Background: an optimization exercise with open tools, aiming at small area. Do not read the settings as production practice. The RTL was checked by simulation tests, not by an equivalence proof against the original design. Power and IR drop assume default switching activity.

## flow/design.v (module list and top-level ports; edited modules follow where they fit)
// module flc_fine: 2433 lines
module flc_fine (
    input  wire               clk,
    input  wire               rst,         
    input  wire               med_en,      
    input  wire [6:0]         r1,          
    input  wire [5:0]         r2,          
    input  wire [6:0]         ntap,        
    input  wire               coef_we,
    input  wire [5:0]         coef_addr,
    input  wire [23:0]        coef_data,   
    input  wire               bit_en,
    input  wire               bit_in,
    output reg                out_valid,
    output reg signed [26:0]  out_data
);
  // ...
==> flow/run.sh <==
#!/bin/bash
# synth_recipe.tcl (not shown) runs the flow's synth.tcl, then flattens the netlist and writes it again
# the make line also repeats each setting of config.mk as NAME=value (left out here)
make -C /OpenROAD-flow-scripts/flow DESIGN_CONFIG=/design/flow/config.mk WORK_HOME=/design/flow/orfs CLKGATE_MAP_FILE= SYNTH_SCRIPT=/design/flow/synth_recipe.tcl finish
==> flow/config.mk <==
export PLATFORM = sky130hd
export DESIGN_NAME = flc_fine
export DESIGN_NICKNAME = flc_fine
export VERILOG_FILES = /design/flow/design.v
export SDC_FILE = /design/flow/constraint.sdc
export NUM_CORES = 4
export LEC_CHECK = 0
export CAP_MARGIN = 20
export CORE_MARGIN = 2
export CORE_UTILIZATION = 60
export CTS_BUF_LIST = sky130_fd_sc_hd__clkbuf_16
export CTS_CLUSTER_DIAMETER = 80
export CTS_CLUSTER_SIZE = 30
export PLACE_DENSITY = 0.75
export SLEW_MARGIN = 20
==> flow/constraint.sdc <==
create_clock -name core_clock -period 13.0 [get_ports {clk}]
set_input_delay 2.6000 -clock core_clock [delete_from_list [all_inputs] [get_ports {clk}]]
set_output_delay 2.6000 -clock core_clock [all_outputs]
set_load 0.01 [all_outputs]
==> results by group, run 1 <==
Status
  • Outcome: complete, no violations

Clock network
  • Clock tree buffer depth: 3
  • Post-CTS setup buffer count: 2
  • Post-CTS Hold Fix Bufs: 0
  • Total CTS buffers: 97

Critical path
  • Crit path largest cell delay: 560 ps
  • CP dominant cell by count: fa_1
  • Reg2reg start: ta[0]
  • Slowest stage cell on the critical path: fa_1
  • WP depth: 49
  • Req. time, crit path: 13,630 ps

Die
  • Core area: 0.1277 mm²
  • I/O pins: 84

Logic synthesis
  • Share of the synthesized area in the top cell type: 60.83%
  • Adder-cell area share of the yosys netlist: 9.878%

Worst hold path
  • Hold path endpoint: ar[20][17]

Global route
  • Initial antenna violation count: 6
  • Largest net degree at the start of global routing: 140
  • M1 GR Usage: 31.84%
  • Vias in the first global route: 42,984

STA
  • Final period util: 95.70%
  • Max Fclk: 80.38 MHz

Cells and area
  • # clk buffers: 102
  • Register area: 0.04922 mm²
  • Non-Clock Buffer Area Fraction: 3.460%
  • Non-filler cells, final: 8,207
  • Commonest non-fill, non-tap cell in the layout: dfxtp_1
  • Commonest cells after routing, fill and taps aside: 2,345 x dfxtp_1, 671 x nor2_1, 484 x a21oi_1
  • Syn-to-layout area delta: 8.655%
  • Flip-flop and latch count: 2,421

Power and ir drop
  • Int Power: 10.17 mW
  • Peak VDD IR: 0.1739 mV
  • Seq pwr share: 65.2%
  • Static leakage: 37.11 nW

Route
  • Final wirelength: 148,400 µm
  • DRC: 0

Placed design
  • GP Congestion: 0.8899
==> run 2: changes to the inputs <==
--- a/flow/design.v
+++ b/flow/design.v
@@ -51,54 +51,51 @@
         rc3 <= {rc3[18:0], dact ? y2 : rc3[19]};
         c1  <= act && !phil && ((i1 & xb) | (i1 & c1) | (xb & c1));
         c2  <= act && !phil && ((i2 & a2) | (i2 & c2) | (a2 & c2));
         c3  <= act && !phil && ((i3 & a3) | (i3 & c3) | (a3 & c3));
         k1  <= (s3 & ~d1) | (s3 & k1e) | (~d1 & k1e);
         k2  <= (y1 & ~d2) | (y1 & k2e) | (~d2 & k2e);
         k3  <= (y2 & ~d3) | (y2 & k3e) | (~d3 & k3e);
     end
-    reg [19:0] w0, w1, w2, w3, w4;
+    reg [19:0] w0, w1, w2, w3;
     reg        full;
     reg        mact, medp;
     reg [9:0]  f;           
-    wire cd0 = y3;
-    wire cd1 = full ? w0[19] : y3;
-    wire cd2 = full ? w1[19] : y3;
-    wire cd3 = full ? w2[19] : y3;
-    wire cd4 = full ? w3[19] : y3;
-    wire [4:0] cd = {cd4, cd3, cd2, cd1, cd0};
+    reg [18:0] m_data;      
+    reg        m_valid;
+    wire sin = medp ? (phi0 ? r1[0] : m_data[0]) : y3;
+    wire cd0 = sin;
+    wire cd1 = full ? w0[19] : sin;
+    wire cd2 = full ? w1[19] : sin;
+    wire cd3 = full ? w2[19] : sin;
+    wire cd4 = full ? w3[19] : sin;
     wire [9:0] pa = {cd3, cd2, cd2, cd1, cd1, cd1, cd0, cd0, cd0, cd0};
     wire [9:0] pbb= {cd4, cd4, cd3, cd4, cd3, cd2, cd4, cd3, cd2, cd1};
     wire [9:0] f_n = ((pa ^ pbb) & (phil ? pbb : pa)) | (~(pa ^ pbb) & (phi0 ? 10'd0 : f));
-    always @(posedge clk) begin
-        w0 <= {w0[18:0], mact ? cd0 : w0[19]};
-        w1 <= {w1[18:0], mact ? cd1 : w1[19]};
-        w2 <= {w2[18:0], mact ? cd2 : w2[19]};
-        w3 <= {w3[18:0], mact ? cd3 : w3[19]};
-        w4 <= {w4[18:0], mact ? cd4 : w4[19]};
-        if (mact)
-            f <= f_n;
-    end
     wire f01 = f[0], f02 = f[1], f03 = f[2], f04 = f[3], f12 = f[4],
          f13 = f[5], f14 = f[6], f23 = f[7], f24 = f[8], f34 = f[9];
     wire [2:0] rk0 = f01 + f02 + f03 + f04;
     wire [2:0] rk1 = !f01 + f12 + f13 + f14;
     wire [2:0] rk2 = !f02 + !f12 + f23 + f24;
     wire [2:0] rk3 = !f03 + !f13 + !f23 + f34;
-    wire       mbit = !med_en       ? w0[19] :
-                      (rk0 == 3'd2) ? w0[19] :
-                      (rk1 == 3'd2) ? w1[19] :
-                      (rk2 == 3'd2) ? w2[19] :
-                      (rk3 == 3'd2) ? w3[19] : w4[19];
-    reg [18:0] m_data;      
-    reg        m_valid;
+    wire       mbit = !med_en       ? cd0 :
+                      (rk0 == 3'd2) ? cd0 :
+                      (rk1 == 3'd2) ? cd1 :
+                      (rk2 == 3'd2) ? cd2 :
+                      (rk3 == 3'd2) ? cd3 : cd4;
     always @(posedge clk) begin
-        if (medp && !phi0)
-            m_data <= {mbit, m_data[18:1]};
+        w0 <= {w0[18:0], medp ? cd0 : w0[19]};
+        w1 <= {w1[18:0], medp ? cd1 : w1[19]};
+        w2 <= {w2[18:0], medp ? cd2 : w2[19]};
+        w3 <= {w3[18:0], medp ? cd3 : w3[19]};
+        if (mact)
+            f <= f_n;
+        if ((mact || medp) && !phi0)
+            m_data <= {medp ? mbit : y3, m_data[18:1]};
     end
     always @(posedge clk) begin
         if (rst) begin
             pbv     <= 1'b0;
             act     <= 1'b0;
             fresh   <= 1'b1;
             dec_cnt <= 7'd0;
             warm    <= 2'd0;
@@ -117,17 +114,17 @@
             if (phil) begin
                 act  <= pbv;
                 mact <= 1'b0;
                 if (act) begin
                     fresh <= 1'b0;
                     if (dec && warm != 2'd2)
                         warm <= warm + 2'd1;
                 end
-                if (mact)
+                if (medp)
                     full <= 1'b1;
                 if (pbv) begin
                     ab      <= pb;
                     dec     <= (dec_cnt == r1 - 7'd1);
                     mact    <= (dec_cnt == r1 - 7'd1) && (warm == 2'd2 || (act && dec && warm == 2'd1));
                     dec_cnt <= (dec_cnt == r1 - 7'd1) ? 7'd0 : dec_cnt + 7'd1;
                 end
             end
==> flow/config.mk (replaced) <==
export PLATFORM = sky130hd
export DESIGN_NAME = flc_fine
export DESIGN_NICKNAME = flc_fine
export VERILOG_FILES = /design/flow/design.v
export SDC_FILE = /design/flow/constraint.sdc
export NUM_CORES = 4
export LEC_CHECK = 0
export CAP_MARGIN = 20
export CORE_MARGIN = 2
export CORE_UTILIZATION = 60
export CTS_BUF_LIST = sky130_fd_sc_hd__clkbuf_8
export CTS_CLUSTER_DIAMETER = 60
export CTS_CLUSTER_SIZE = 20
export PLACE_DENSITY = 0.75
export SLEW_MARGIN = 20
==> results by group, run 2 <==
Global route
  • Remaining Overflow, GRT: 0
  • Vias in the first global route: 42,906 (-0.18%)
  • Initial antenna violation count: 4 (-2)
  • First-pass GRT wire length: 235,800 µm
  • Largest net degree at the start of global routing: 74 (-47%)
  • Total Routing Usage GR: 22.90%

Route
  • Post-route ant nets: 0
  • Total number of vias: 42,821
  • Drt pass-1 iters: 5
  • Final wirelength: 148,300 µm (-0.11%)
  • Post-DR wirelength/cell: 17.89 µm
  • Via-per-instance ratio: 5.167
  • DRC: 0 (unchanged)
  • 1st-iter DRT viols: 2,953

Clock network
  • Clock-pin slew on the worst setup and hold paths: 110 ps
  • TritonCTS clock tree: built
  • Post-CTS Hold Fix Bufs: 0 (unchanged)
  • Worst skew pair latency: 970 ps
  • Total CTS buffers: 152 (+57%)
  • H-tree levels: 4
  • CTS Sinks: 2,401
  • Clock tree buffer depth: 3 (unchanged)
  • Root Buffer: clkbuf_8

STA
  • Slew HR: 20.39%
  • Final setup fails: 0
  • Max Fclk: 79.99 MHz (-0.48%)
  • Final period util: 96.17% (+0.47 points)
  • Final worst path period need: 12,500 ps
  • Final hold vios: 0
  • Slew @ Worst Pin: 1164 ps
  • Clock Skew: 52.22 ps
  • Max-slew violation count: 0
  • WHS: 281.4 ps
  • RSZ-0062 raised after global routing: true
  • Setup TNS: 0 ps

Logic synthesis
  • Post-Syn Area: 0.07668 mm²
  • Synthesized flop and latch total: 2,401
  • Share of the synthesized area in the top cell type: 60.73% (-0.10 points)
  • Post-Syn Nets: 6,888
  • Xor/xnor share of the synthesized area: 1.850%
  • Most common cell in the netlist: dfxtp_1
  • Adder-cell area share of the yosys netlist: 9.947% (+0.068 points)
  • Unique masters post-synth: 77
  • Mapped Cells: 6,388
  • Synth Area per Inst: 12.00 µm²
  • Commonest cells post-synth: 2,326 x dfxtp_1, 685 x nor2_1, 513 x a21oi_1, 412 x mux2i_1, 370 x inv_1
  • Async S/R FF share, synth: 0%
  • Synth Area in Simple Gates: 7.214%
  • Synth area leader: dfxtp_1
  • Combinational family with the most area after synthesis: adder cells
  • Synth Area in Compound Gates: 6.509%
  • Post-synth EDFFs: 75
  • Primary FF master, synth: dfxtp_1
  • Multiplexer share of the synthesized area: 7.111%
  • Register area share after synthesis: 63.66%
  • Area contributors post-synth: dfxtp_1 61%, fa_1 7.2%, mux2i_1 5.4%, nor2_1 3.4%, a21oi_1 3.3%
  • Synth warn: 4

Critical path
  • Max Fanout on Critical Path: 4
  • Critical setup path kind: in -> reg
  • R2r endpoint: acc[44]
  • Data arrival, critical path: 13,370 ps
  • Register-to-Register Path Depth: 50
  • Setup crit end kind: flop
  • Crit path to: acc[39]
  • CP dominant cell by count: fa_1
  • Critical Path Start: r1[0]
  • Slowest stage cell on the critical path: fa_2
  • Reg2reg setup slack: 690 ps
  • Crit path largest cell delay: 600 ps (+40 ps)
  • Reg2reg start: ta[1]
  • Worst setup SP type: input pin
  • Req. time, crit path: 13,870 ps (+240 ps)

Die
  • FP Rows: 131
  • Die ar.: 0.1307 mm²
  • I/O pins: 84 (unchanged)
  • Die height: 361.5 µm
  • DIE WIDTH: 361.5 µm
  • Starting density of the core: 60.29%
  • Core area: 0.1272 mm² (-0.39%)

Power and ir drop
  • Pwr per Cell Area: 153.4 mW/mm²
  • Static leakage: 36.84 nW (-0.73%)
  • Peak VDD IR: 0.1567 mV (-9.9%)

Cells and area
  • # nets final: 7,050
  • Commonest non-fill, non-tap cell in the layout: dfxtp_1
  • Fill cell count: 9,590
  • Register area: 0.04882 mm² (-0.81%)
  • Fraction of layout cells with a size suffix above 1: 9.775%
  • Max FFs per register: 768
  • Fin util: 65.44%
  • Syn-to-layout area delta: 8.540%
  • Multi-input logic area: 0.02524 mm²
  • Commonest cells after routing, fill and taps aside: 2,325 x dfxtp_1, 678 x nor2_1, 509 x a21oi_1
  • Biggest register: cr
  • Top flop regs: cr x768, ar x608, br x608

Job
  • Max cap viols: 0

Placed design
  • GP Congestion: 0.9118 (+2.5%)
  • Port Buffers: 83
  • DPL Wire Length: 100,000 µm

Status
  • Outcome: complete, no violations

Worst hold path
  • HP Class: reg -> reg
run 2: changes by cell type in the layout (fill, tap and decap cells not counted), moves of 8 or more:
cell and delta:
clkbuf_16 -102, inv_12 +10, dfxtp_1 -20, nand2b_1 +8, o21ai_0 +15, a21oi_1 +25
clkbuf_8 +155, mux2_1 -13, buf_4 +9, nor3_1 -9, mux2_2 +12
run 2: how the worst min path moves through the flow:
stage / startpoint / end / cells past startpoint
floorplan: ar[9][0] / ar[10][0] / 0
global placement: ar[16][4] / ar[17][4] / 0
detailed placement: ar[23][0] / ar[24][0] / 0
CTS: br[18][14] / br[19][14] / 0
global route: br[18][14] / br[19][14] / 0
finish: br[18][14] / br[19][14] / 0
run 2: layer usage:
layer	track usage [%]	routed length, µm
met5	0	0
met4	9.093	5613
met3	4.238	8115
met2	35.58	65720
met1	31.86	68830
run 2: logic make-up (layout without fill, tap and decap cells):
| logic type | Yosys count | after routing |
|---|---|---|
| xor+xnor | 162 | 162 |
| other cells | 0 | 7 |
| simple gates | 1277 | 1277 |
| buf+inv | 719 | 950 |
| mux | 520 | 520 |
| compound gates | 865 | 865 |
| flops | 2401 | 2401 |
| fa+ha+maj | 444 | 444 |
run 2: per-stage QoR:
| step | power [mW] | std cells | cell area [µm²] | setup WS [ps] |
|---|---|---|---|---|
| finish | 12.76 | 8288 | 83230 | 497.8 |
| global placement | 9.404 | 8056 | 80240 | -850.3 |
| floorplan | 9.084 | 6388 | 76710 | 70.18 |
| detailed placement | 9.445 | 8056 | 80240 | -945.1 |
| CTS | 12.89 | 8279 | 83050 | 103.3 |
| global route | 13.30 | 8284 | 83220 | -21.03 |
run 2: repair_timing:
action                     CTS  global route
buffers inserted             0             2
gates resized for setup      0            38
setup endpoints to repair    0            23
run 2: area by class of cell:
type	instances	area share [%]
Multi-Input combinational cell	3268	30.33
Sequential cell	2401	58.66
Inverter	372	1.678
Timing Repair Buffer	355	3.446
Clock buffer	155	2.563
Tap cell	1662	2.498
Antenna cell	7	0.02105
Clock inverter	68	0.8088
run 2: worst max-delay path: cells and delay by family:
kind / cells / cell delay [ps]
adder cells (fa/ha/maj): 15 / 5590
AO/OA/AOI/OAI: 13 / 2440
buffers and inverters: 12 / 1400
AND/OR/NAND/NOR: 7 / 1020
XOR/XNOR: 2 / 310
run 2: report_power, final:
group | internal, mW | switching, mW
registers | 8.20 | 0.252
logic | 0.348 | 0.487
clock network | 1.20 | 2.27
==> run 3: changes to the inputs <==
--- a/flow/config.mk
+++ b/flow/config.mk
@@ -8,8 +8,9 @@
 export CAP_MARGIN = 20
 export CORE_MARGIN = 2
 export CORE_UTILIZATION = 60
-export CTS_BUF_LIST = sky130_fd_sc_hd__clkbuf_8
-export CTS_CLUSTER_DIAMETER = 60
-export CTS_CLUSTER_SIZE = 20
+export CTS_BUF_LIST = sky130_fd_sc_hd__clkbuf_16
+export CTS_CLUSTER_DIAMETER = 80
+export CTS_CLUSTER_SIZE = 30
+export GPL_ROUTABILITY_DRIVEN = 0
 export PLACE_DENSITY = 0.75
 export SLEW_MARGIN = 20
==> results by group, run 3 <==
Status
  • Outcome: complete, no violations

Global route
  • Largest net degree at the start of global routing: 76 (+2.7%)
  • Vias in the first global route: 42,426 (-1.1%)
  • Initial antenna violation count: 5 (+1)
  • First-pass GRT wire length: 231,600 µm (-1.8%)
  • Total Routing Usage GR: 22.27% (-0.63 points)
  • Remaining Overflow, GRT: 0 (unchanged)

Logic synthesis
  • Synthesized flop and latch total: 2,401 (unchanged)
  • Post-Syn Nets: 6,888 (unchanged)
  • Mapped Cells: 6,388 (unchanged)
  • Most common cell in the netlist: dfxtp_1
  • Synth warn: 4 (unchanged)
  • Post-synth EDFFs: 75 (unchanged)
  • Unique masters post-synth: 77 (unchanged)
  • Synth Area per Inst: 12.00 µm² (unchanged)
  • Primary FF master, synth: dfxtp_1
  • Commonest cells post-synth: 2,326 x dfxtp_1, 685 x nor2_1, 513 x a21oi_1, 412 x mux2i_1, 370 x inv_1
  • Async S/R FF share, synth: 0% (unchanged)
  • Synth area leader: dfxtp_1
  • Post-Syn Area: 0.07668 mm² (unchanged)
  • Register area share after synthesis: 63.66% (unchanged)
  • Share of the synthesized area in the top cell type: 60.73% (unchanged)
  • Area contributors post-synth: dfxtp_1 61%, fa_1 7.2%, mux2i_1 5.4%, nor2_1 3.4%, a21oi_1 3.3%

Placed design
  • Port Buffers: 83 (unchanged)
  • DPL Wire Length: 96,490 µm (-3.5%)

Route
  • 1st-iter DRT viols: 3,160 (+7.0%)
  • Final wirelength: 145,500 µm (-1.9%)
  • DRC: 0 (unchanged)
  • Via-per-instance ratio: 5.213 (+0.89%)
  • Drt pass-1 iters: 6 (+1)
  • Total number of vias: 42,688 (-0.31%)
  • Post-DR wirelength/cell: 17.77 µm (-0.67%)
  • Post-route ant nets: 0 (unchanged)

Critical path
  • Crit path largest cell delay: 530 ps (-70 ps)
  • Critical setup path kind: in -> reg
  • Worst setup SP type: input pin
  • Setup crit end kind: flop
  • Reg2reg start: ta[0]
  • Max Fanout on Critical Path: 4 (unchanged)
  • Register-to-Register Path Depth: 49 (-2.0%)
  • R2r endpoint: acc[43]
  • Req. time, crit path: 13,640 ps (-230 ps)
  • Slowest stage cell on the critical path: fa_1
  • CP dominant cell by count: fa_1
  • Reg2reg setup slack: 680 ps (about the same)
  • Data arrival, critical path: 13,150 ps (-220 ps)

STA
  • Final hold vios: 0 (unchanged)
  • Max-slew violation count: 0 (unchanged)
  • Slew HR: 19.92% (-0.47 points)
  • Clock Skew: 37.07 ps (-15.15 ps)
  • Final setup fails: 0 (unchanged)
  • Setup TNS: 0 ps (unchanged)
  • Max Fclk: 79.93 MHz (about the same)
  • Slew @ Worst Pin: 1189 ps (+24.63 ps)
  • Final worst path period need: 12,510 ps (+9.165 ps)
  • WHS: 298.5 ps (+17.09 ps)
  • Final period util: 96.24% (about the same)

Worst hold path
  • HP Class: reg -> reg
  • Hold Path Stages: 0 (unchanged)
  • Min-delay src: br[22][14]
  • Hold path endpoint: br[23][14]

Clock network
  • CTS Sinks: 2,401 (unchanged)
  • Post-CTS Hold Fix Bufs: 0 (unchanged)
  • TritonCTS clock tree: built
  • Clock tree buffer depth: 3 (unchanged)
  • Total CTS buffers: 99 (-35%)
  • Root Buffer: clkbuf_16
  • Clock-pin slew on the worst setup and hold paths: 100 ps (about the same)
  • Worst skew pair latency: 760 ps (-210 ps)
  • H-tree levels: 3 (-1)

Cells and area
  • Max FFs per register: 768 (unchanged)
  • Register area: 0.04882 mm² (unchanged)
  • Fill cell count: 9,351 (-2.5%)
  • Commonest non-fill, non-tap cell in the layout: dfxtp_1
  • Multi-input logic area: 0.02528 mm² (+0.15%)
  • # nets final: 6,984 (-0.94%)
  • Fin util: 65.57% (+0.13 points)
  • Fraction of layout cells with a size suffix above 1: 8.702% (-1.1 points)
  • Number of diodes: 0 (-7)
  • Commonest cells after routing, fill and taps aside: 2,325 x dfxtp_1, 678 x nor2_1, 508 x a21oi_1
  • Biggest register: cr
  • Top flop regs: cr x768, ar x608, br x608
  • Syn-to-layout area delta: 8.762%

Die
  • Die height: 361.5 µm (unchanged)
  • Die ar.: 0.1307 mm² (unchanged)
  • FP Rows: 131 (unchanged)
  • Core area: 0.1272 mm² (unchanged)
  • DIE WIDTH: 361.5 µm (unchanged)
  • Starting density of the core: 60.29% (unchanged)
  • I/O pins: 84 (unchanged)

Power and ir drop
  • Peak VDD IR: 0.1495 mV (-4.6%)
  • Sw Ratio: 22.93% (-0.66 points)
  • Clock power share: 28.6% (+1.4 points)
  • Static leakage: 36.80 nW (-0.13%)
  • Comb power frac: 6.4% (about the same)
  • Pwr per Cell Area: 155.9 mW/mm² (+1.6%)
  • Psw: 2.980 mW (-1.0%)
  • Int Power: 10.02 mW (+2.7%)
  • Seq pwr share: 65.0% (-1.2 points)

Job
  • Max cap viols: 0 (unchanged)
run 3: power groups by stage:
| stage | Combinational [mW] | Clock, mW | Sequential [mW] |
|---|---|---|---|
| after floorplan | 0.570 | 0 | 8.51 |
| after global placement | 0.788 | 0 | 8.60 |
| after detailed placement | 0.808 | 0 | 8.62 |
| after CTS | 0.823 | 3.80 | 8.46 |
| after global routing | 0.907 | 4.05 | 8.53 |
| final | 0.829 | 3.72 | 8.45 |
run 3: final cells by class:
| type | instances | area share, % |
|---|---|---|
| clock inverter | 44 | 0.6616 |
| multi-input combinational | 3268 | 30.31 |
| sequential | 2401 | 58.54 |
| inverter | 372 | 1.674 |
| clock buffer | 100 | 3.000 |
| tap | 1662 | 2.493 |
| timing repair buffer | 342 | 3.322 |
run 3: routing by layer:
metal / track usage [%] / wire [µm]
met1: 31.25 / 67800
met2: 35.47 / 65730
met3: 3.107 / 7224
met4: 7.990 / 4768
met5: 0 / 13
run 3: what timing repair did:
action / CTS / global route
setup buffers: 0 / 9
gates resized for setup: 4 / 45
setup endpoints to repair: 7 / 24
pin swaps: 1 / 25
run 3: how the worst max path moves through the flow:
| stage | start | endpoint | slack, ps | depth (start not counted) |
|---|---|---|---|---|
| 2_1_floorplan | r1[0] | acc[43] | 70 | 46 |
| 3_3_place_gp | r1[0] | acc[43] | -670 | 47 |
| 3_5_place_dp | r1[0] | acc[31] | -930 | 48 |
| 4_1_cts | r1[0] | acc[31] | 30 | 50 |
| 5_1_grt | r1[0] | acc[31] | -20 | 50 |
| 6_report | r1[0] | acc[39] | 490 | 48 |
run 3: worst max-delay path, delay by kind of cell:
| family | cells | cell delay, ps |
|---|---|---|
| adders and majority gates | 13 | 5340 |
| buffers and inverters | 11 | 1340 |
| xor gates and xnor gates | 2 | 420 |
| and+or+nand+nor | 7 | 1000 |
| AOI/OAI and AO/OA | 15 | 2450 |
run 3: per-stage QoR:
stage | power (mW) | std cells | setup WS, ps | instance area (µm²)
after floorplan | 9.084 | 6388 | 70.18 | 76710
after global placement | 9.390 | 8036 | -667.5 | 80090
after detailed placement | 9.424 | 8036 | -927.2 | 80090
after CTS | 13.08 | 8180 | 27.87 | 83160
after global routing | 13.49 | 8189 | -16.82 | 83400
final | 13.00 | 8189 | 488.6 | 83400
run 3: cells by family after synthesis:
group | synth area share, %
adders and majority gates | 9.947
and+or+nand+nor | 7.214
buffers and inverters | 3.707
AOI/OAI and AO/OA | 6.509
DFF | 63.66
xor gates and xnor gates | 1.850
muxes | 7.111
==> run 4: changes to the inputs <==
--- a/flow/config.mk
+++ b/flow/config.mk
@@ -11,6 +11,5 @@
 export CTS_BUF_LIST = sky130_fd_sc_hd__clkbuf_16
 export CTS_CLUSTER_DIAMETER = 80
 export CTS_CLUSTER_SIZE = 30
-export GPL_ROUTABILITY_DRIVEN = 0
 export PLACE_DENSITY = 0.75
 export SLEW_MARGIN = 20
==> results by group, run 4 <==
Logic synthesis
  • Commonest cells post-synth: 2,326 x dfxtp_1, 685 x nor2_1, 513 x a21oi_1, 412 x mux2i_1, 370 x inv_1
  • Synth Area per Inst: 12.00 µm² (unchanged)
  • Unique masters post-synth: 77 (unchanged)
  • Area contributors post-synth: dfxtp_1 61%, fa_1 7.2%, mux2i_1 5.4%, nor2_1 3.4%, a21oi_1 3.3%
  • Async S/R FF share, synth: 0% (unchanged)
  • Synth area leader: dfxtp_1
  • Post-Syn Nets: 6,888 (unchanged)
  • Synthesized flop and latch total: 2,401 (unchanged)
  • Post-Syn Area: 0.07668 mm² (unchanged)
  • Register area share after synthesis: 63.66% (unchanged)
  • Share of the synthesized area in the top cell type: 60.73% (unchanged)
  • Mapped Cells: 6,388 (unchanged)
  • Post-synth EDFFs: 75 (unchanged)
  • Primary FF master, synth: dfxtp_1
  • Synth warn: 4 (unchanged)
  • Most common cell in the netlist: dfxtp_1

STA
  • Max-slew violation count: 0 (unchanged)
  • Setup TNS: 0 ps (unchanged)
  • Final period util: 95.77% (-0.47 points)
  • Final hold vios: 0 (unchanged)
  • WHS: 301.7 ps (+3.142 ps)
  • Slew HR: 21.33% (+1.4 points)
  • Max Fclk: 80.32 MHz (+0.49%)
  • Final setup fails: 0 (unchanged)
  • Final worst path period need: 12,450 ps (-61.44 ps)
  • Slew @ Worst Pin: 1150 ps (-38.39 ps)
  • Clock Skew: 59.88 ps (+22.82 ps)

Route
  • DRC: 0 (unchanged)
  • Final wirelength: 149,400 µm (+2.7%)
  • Drt pass-1 iters: 6 (unchanged)
  • 1st-iter DRT viols: 2,917 (-7.7%)
  • Post-route ant nets: 0 (unchanged)
  • Via-per-instance ratio: 5.192 (-0.40%)
  • Post-DR wirelength/cell: 18.22 µm (+2.5%)
  • Total number of vias: 42,574 (-0.27%)

Clock network
  • CTS Sinks: 2,401 (unchanged)
  • H-tree levels: 3 (unchanged)
  • TritonCTS clock tree: built
  • Clock-pin slew on the worst setup and hold paths: 110 ps (about the same)
  • Worst skew pair latency: 760 ps (about the same)
  • Total CTS buffers: 97 (-2.0%)
  • Root Buffer: clkbuf_16
  • Clock tree buffer depth: 3 (unchanged)

Cells and area
  • # nets final: 6,994 (+0.14%)
  • Commonest cells after routing, fill and taps aside: 2,325 x dfxtp_1, 677 x nor2_1, 509 x a21oi_1
  • Syn-to-layout area delta: 8.761% (about the same)
  • Non-filler cells, final: 8,200 (+0.13%)
  • Fin util: 65.57% (about the same)
  • Biggest register: cr
  • Fraction of layout cells with a size suffix above 1: 8.707% (about the same)
  • Top flop regs: cr x768, ar x608, br x608
  • Max FFs per register: 768 (unchanged)
  • Commonest non-fill, non-tap cell in the layout: dfxtp_1
  • Fill cell count: 9,504 (+1.6%)

Placed design
  • Port Buffers: 83 (unchanged)
  • Placed cells: 8,056 (+0.25%)
  • DPL Wire Length: 100,000 µm (+3.7%)
  • GP Congestion: 0.9118

Global route
  • Total Routing Usage GR: 22.98% (+0.72 points)
  • Initial antenna violation count: 5 (unchanged)
  • First-pass GRT wire length: 237,500 µm (+2.6%)
  • Vias in the first global route: 42,710 (+0.67%)
  • Largest net degree at the start of global routing: 74 (-2.6%)
  • Remaining Overflow, GRT: 0 (unchanged)

Power and ir drop
  • Static leakage: 36.82 nW (about the same)
  • Peak VDD IR: 0.1593 mV (+6.6%)
  • Pwr per Cell Area: 155.5 mW/mm² (-0.21%)
  • Total power: 12.97 mW (-0.21%)

Critical path
  • Data arrival, critical path: 13,080 ps (-70 ps)
  • Reg2reg start: ta[1]
  • R2r endpoint: acc[43]
  • Slowest stage cell on the critical path: fa_1
  • Register-to-Register Path Depth: 50 (+2.0%)
  • Crit path largest cell delay: 590 ps (+60 ps)
  • Worst path top cell family by delay: adder cells
  • Setup crit end kind: flop
  • Req. time, crit path: 13,630 ps (about the same)
  • CP dominant cell by count: fa_1
  • Max Fanout on Critical Path: 13 (+9)
  • Critical setup path kind: reg -> reg
  • Worst setup SP type: flop
  • Reg2reg setup slack: 550 ps (-130 ps)
  • CP bufs+invs: 5 (-6)

Die
  • Starting density of the core: 60.29% (unchanged)
  • I/O pins: 84 (unchanged)
  • FP Rows: 131 (unchanged)
  • Die ar.: 0.1307 mm² (unchanged)
  • Core area: 0.1272 mm² (unchanged)
  • Die height: 361.5 µm (unchanged)
  • DIE WIDTH: 361.5 µm (unchanged)

Worst hold path
  • HP Class: reg -> reg
  • Hold Path Stages: 0 (unchanged)
  • Hold path endpoint: br[13][18]
  • Min-delay src: br[12][18]

Status
  • Outcome: complete, no violations

Job
  • Max cap viols: 0 (unchanged)
run 4: stage by stage:
stage / cell area [µm²] / worst slack, ps
floorplan: 76710 / 70.18
global placement: 80240 / -850.3
detailed placement: 80240 / -945.1
CTS: 83250 / 10.91
global route: 83390 / -18.56
finish: 83400 / 550.0
run 4: how the worst max path moves through the flow:
| stage | slack (ps) | start | depth (start not counted) | end |
|---|---|---|---|---|
| after detailed placement | -950 | r1[0] | 50 | acc[43] |
| after global placement | -850 | r1[0] | 49 | acc[43] |
| final | 550 | ta[1] | 50 | acc[43] |
| after CTS | 10 | r1[0] | 49 | acc[43] |
| after floorplan | 70 | r1[0] | 46 | acc[43] |
| after global routing | -20 | ta[1] | 51 | acc[43] |
run 4: where the power goes:
group	switching (mW)	leakage [nW]	internal, mW
Combinational	0.492	15.3	0.349
Sequential	0.255	20.0	8.20
Clock	2.21	1.49	1.46
Total	2.96	36.8	10.0
run 4: timing repair:
item	CTS	global route
pin swaps	1	16
resized for setup	4	36
setup buffers	0	1
hold buffers	0	0
endpoints found under the setup margin	13	23
cloned	0	0
run 4: final cells by class:
cell class / instances / area [µm²] / area share, %
Clock inverter: 43 / 564.3 / 0.6766
Inverter: 372 / 1396 / 1.674
Timing Repair Buffer: 354 / 2863 / 3.433
Clock buffer: 97 / 2427 / 2.911
Tap cell: 1662 / 2079 / 2.493
Multi-Input combinational cell: 3268 / 25240 / 30.26
Sequential cell: 2401 / 48820 / 58.54
Antenna cell: 3 / 7.507 / 0.009002
run 4: layer usage:
layer  vias to the layer above  global-route usage, %  share of wire [%]
li1                      20844                      -                  -
met1                     20550                  32.14                 46
met2                       940                  36.39                 45
met3                       238                  3.576                4.9
met4                         2                  8.415                3.8
met5                         -                      0             0.0094
run 4: cell families (layout without fill, tap and decap cells):
| logic type | Yosys count | after routing | synth area share (%) |
|---|---|---|---|
| buffers and inverters | 719 | 866 | 3.707 |
| adders and majority gates | 444 | 444 | 9.947 |
| DFF | 2401 | 2401 | 63.66 |
| xor gates and xnor gates | 162 | 162 | 1.850 |
| muxes | 520 | 520 | 7.111 |
| other | 0 | 3 | 0 |
| and+or+nand+nor | 1277 | 1277 | 7.214 |
| AOI/OAI and AO/OA | 865 | 865 | 6.509 |
==> run 5: changes to the inputs <==
--- a/flow/config.mk
+++ b/flow/config.mk
@@ -7,9 +7,9 @@
 export LEC_CHECK = 0
 export CAP_MARGIN = 20
 export CORE_MARGIN = 2
-export CORE_UTILIZATION = 60
+export CORE_UTILIZATION = 55
 export CTS_BUF_LIST = sky130_fd_sc_hd__clkbuf_16
 export CTS_CLUSTER_DIAMETER = 80
 export CTS_CLUSTER_SIZE = 30
-export PLACE_DENSITY = 0.75
+export PLACE_DENSITY = 0.65
 export SLEW_MARGIN = 20
==> results by group, run 5 <==
Status
  • Outcome: complete, no violations

Placed design
  • Port Buffers: 83 (unchanged)
  • Place WS: -930.7 ps (+14.40 ps)
  • DPL Wire Length: 100,800 µm (+0.71%)
  • GP Congestion: 0.8780 (-3.7%)

STA
  • Slew @ Worst Pin: 1003 ps (-147.1 ps)
  • Slew HR: 33.12% (+12 points)
  • Clock Skew: 72.78 ps (+12.89 ps)
  • Final setup fails: 0 (unchanged)
  • Final hold vios: 0 (unchanged)
  • Final worst path period need: 12,480 ps (+35.02 ps)
  • Max Fclk: 80.10 MHz (-0.28%)
  • RSZ-0062 raised after global routing: false
  • Max-slew violation count: 0 (unchanged)
  • Setup WS post-layout: 515.0 ps (-35.02 ps)
  • Final period util: 96.04% (+0.27 points)

Clock network
  • Clock-pin slew on the worst setup and hold paths: 100 ps (about the same)
  • H-tree levels: 3 (unchanged)
  • Root Buffer: clkbuf_16
  • CTS Sinks: 2,401 (unchanged)
  • TritonCTS clock tree: built
  • Clock tree buffer depth: 3 (unchanged)
  • Worst skew pair latency: 780 ps (+20 ps)
  • Total CTS buffers: 99 (+2.1%)

Critical path
  • Critical Path Start: r1[0]
  • Reg2reg setup slack: 630 ps (+80 ps)
  • Register-to-Register Path Depth: 47 (-6.0%)
  • Req. time, crit path: 13,630 ps (about the same)
  • Worst setup SP type: input pin
  • CP dominant cell by count: fa_1
  • Critical setup path kind: in -> reg
  • Setup crit end kind: flop
  • Crit path to: acc[39]
  • Slowest stage cell on the critical path: fa_1
  • R2r endpoint: acc[39]
  • Reg2reg start: ta[1]
  • Max Fanout on Critical Path: 4 (-9)
  • Data arrival, critical path: 13,120 ps (+40 ps)
  • Crit path largest cell delay: 520 ps (-70 ps)

Cells and area
  • # nets final: 7,005 (+0.16%)
  • Syn-to-layout area delta: 9.266%
  • Commonest non-fill, non-tap cell in the layout: dfxtp_1
  • Top flop regs: cr x768, ar x608, br x608
  • Commonest cells after routing, fill and taps aside: 2,325 x dfxtp_1, 679 x nor2_1, 512 x a21oi_1
  • Fin util: 60.27% (-5.3 points)
  • Max FFs per register: 768 (unchanged)
  • Biggest register: cr
  • Fraction of layout cells with a size suffix above 1: 8.597% (-0.11 points)

Logic synthesis
  • Area contributors post-synth: dfxtp_1 61%, fa_1 7.2%, mux2i_1 5.4%, nor2_1 3.4%, a21oi_1 3.3%
  • Most common cell in the netlist: dfxtp_1
  • Mapped Cells: 6,388 (unchanged)
  • Unique masters post-synth: 77 (unchanged)
  • Post-synth EDFFs: 75 (unchanged)
  • Synth Area per Inst: 12.00 µm² (unchanged)
  • Primary FF master, synth: dfxtp_1
  • Register area share after synthesis: 63.66% (unchanged)
  • Async S/R FF share, synth: 0% (unchanged)
  • Synthesized flop and latch total: 2,401 (unchanged)
  • Post-Syn Nets: 6,888 (unchanged)
  • Commonest cells post-synth: 2,326 x dfxtp_1, 685 x nor2_1, 513 x a21oi_1, 412 x mux2i_1, 370 x inv_1
  • Post-Syn Area: 0.07668 mm² (unchanged)
  • Synth warn: 4 (unchanged)
  • Synth area leader: dfxtp_1
  • Share of the synthesized area in the top cell type: 60.73% (unchanged)

Global route
  • Total Routing Usage GR: 21.13% (-1.9 points)
  • Remaining Overflow, GRT: 0 (unchanged)
  • M1 GR Usage: 30.19% (-1.9 points)
  • GRT busiest layer: met2
  • Vias in the first global route: 41,472 (-2.9%)
  • Met3 Resource Use GR: 3.023% (-0.55 points)
  • First-pass GRT wire length: 235,800 µm (-0.73%)
  • Initial antenna violation count: 3 (-2)
  • Met2 Resource Use GR: 33.51% (-2.9 points)
  • Largest net degree at the start of global routing: 84 (+14%)

Route
  • Post-DR wirelength/cell: 17.62 µm (-3.3%)
  • Post-route ant nets: 0 (unchanged)
  • Total number of vias: 42,015 (-1.3%)
  • Via-per-instance ratio: 4.985 (-4.0%)
  • DRC: 0 (unchanged)
  • Final wirelength: 148,500 µm (-0.60%)
  • 1st-iter DRT viols: 2,527 (-13%)
  • Drt pass-1 iters: 5 (-1)

Die
  • DIE WIDTH: 377.4 µm (+4.4%)
  • FP Rows: 137 (+4.6%)
  • Die ar.: 0.1424 mm² (+9.0%)
  • Starting density of the core: 55.16% (-5.1 points)
  • Die height: 377.4 µm (+4.4%)
  • Core area: 0.1390 mm² (+9.3%)
  • I/O pins: 84 (unchanged)

Power and ir drop
  • Comb power frac: 6.5% (about the same)
  • Pwr per Cell Area: 155.3 mW/mm² (-0.12%)
  • Sw Ratio: 22.91% (+0.11 points)
  • Static leakage: 36.89 nW (+0.20%)
  • Clock power share: 28.7% (+0.4 points)
  • Psw: 2.983 mW (+0.81%)
  • Seq pwr share: 64.9% (-0.3 points)
  • Int Power: 10.03 mW (+0.20%)
  • Peak VDD IR: 0.1257 mV (-21%)

Job
  • Max cap viols: 0 (unchanged)

Worst hold path
  • Hold Path Stages: 0 (unchanged)
  • HP Class: reg -> reg
==> run 5: stage by stage <==
stage	TNS (ps)	instances	power [mW]	hold slack, ps	instance area, µm²
after floorplan	0	6388	9.084	309.6	76710
after global placement	-14110	8278	9.424	309.6	80570
after detailed placement	-19210	8278	9.445	312.1	80570
after CTS	0	8423	13.15	303.6	83700
after global routing	0	8425	13.55	307.5	83780
final	0	8428	13.02	303.0	83790
==> run 5: worst min path at each step <==
| stage | startpoint | end |
|---|---|---|
| 3_5_place_dp | br[8][9] | br[9][9] |
| 2_1_floorplan | ar[9][0] | ar[10][0] |
| 4_1_cts | ar[22][13] | ar[23][13] |
| 3_3_place_gp | ar[19][1] | ar[20][1] |
| 6_report | ar[22][13] | ar[23][13] |
| 5_1_grt | br[23][6] | br[24][6] |
==> run 5: metal layers <==
layer / vias up / part of all wire, %
li1: 20858 / -
met1: 20240 / 49
met2: 714 / 45
met3: 201 / 3.9
met4: 2 / 2.9
met5: - / 0.0088
==> run 5: power by group through the flow <==
stage                     sequential (mW)  combinational [mW]  clock (mW)
after floorplan                      8.51               0.570           0
after global placement               8.60               0.819           0
after detailed placement             8.61               0.830           0
final                                8.44               0.840        3.73
after global routing                 8.53               0.923        4.10
after CTS                            8.46               0.840        3.85
==> run 5: what timing repair did <==
action | CTS | global route
buffers inserted | 0 | 1
resized for setup | 8 | 15
hold buffers | 0 | 0
pin swaps | 1 | 8
gates cloned | 0 | 0
setup endpoints to repair | 12 | 18
==> run 5: cells by family (layout without fill, tap and decap cells) <==
logic type	Yosys count	count (layout)	share of synthesized area (%)
AND/OR/NAND/NOR	1277	1277	7.214
adder cells (fa/ha/maj)	444	444	9.947
other	0	3	0
AO/OA/AOI/OAI	865	865	6.509
flip-flops	2401	2401	63.66
multiplexers	520	520	7.111
XOR/XNOR	162	162	1.850
buffers and inverters	719	880	3.707
==> run 5: critical path, delay by kind of cell <==
family,cells,cell delay (ps)
AND/OR/NAND/NOR,7,1030
adder cells (fa/ha/maj),15,5760
buffers and inverters,11,960
XOR/XNOR,2,390
AO/OA/AOI/OAI,13,2360
==> run 5: final cells by class <==
class | count | area (µm²)
tap | 1876 | 2347
clock inverter | 44 | 578.1
fill | 11162 | 55230
timing repair buffer | 363 | 2939
sequential | 2401 | 48820
inverter | 372 | 1396
antenna | 3 | 7.507
clock buffer | 101 | 2527
multi-input combinational | 3268 | 25170

==> port drivers added, routing unchanged <==
The flow's constraints put no driver on any port. The routed layouts listed below were extracted and timed again, unchanged, in two steps. Step 1, drivers: a clkbuf_16 drives clk and a buf_2 each remaining input, both assumed. Step 2 times the ports against the registers' clock, not the clock port: input delays grow and output delays shrink by t, the midpoint of the rising clock arrivals with the driver on. Three values: no drivers, after step 1, after step 2; two values: the first two.
run | t, ns | slack for setup (ns) | worst register clock-pin slew, ns | worst data-port slew with drivers (ns) | cell pins on the clock port's net
run 1 | 0.802 | 0.558 / 0.524 / -0.279 | 0.12 / 0.12 | 0.10 | 1
run 2 | 1.008 | 0.498 / 0.452 / -0.555 | 0.12 / 0.12 | 0.11 | 1
run 3 | 0.817 | 0.489 / 0.459 / -0.357 | 0.12 / 0.12 | 0.11 | 1
run 4 | 0.808 | 0.550 / 0.550 / -0.224 | 0.11 / 0.11 | 0.09 | 1
run 5 | 0.820 | 0.515 / 0.568 / -0.251 | 0.12 / 0.12 | 0.06 | 1
Met with ideal ports but missed after step 2: setup timing in every run listed. For run 2, which loses most, drivers alone change the setup slack by -0.046 ns; drivers and shift together by -1.053 ns.
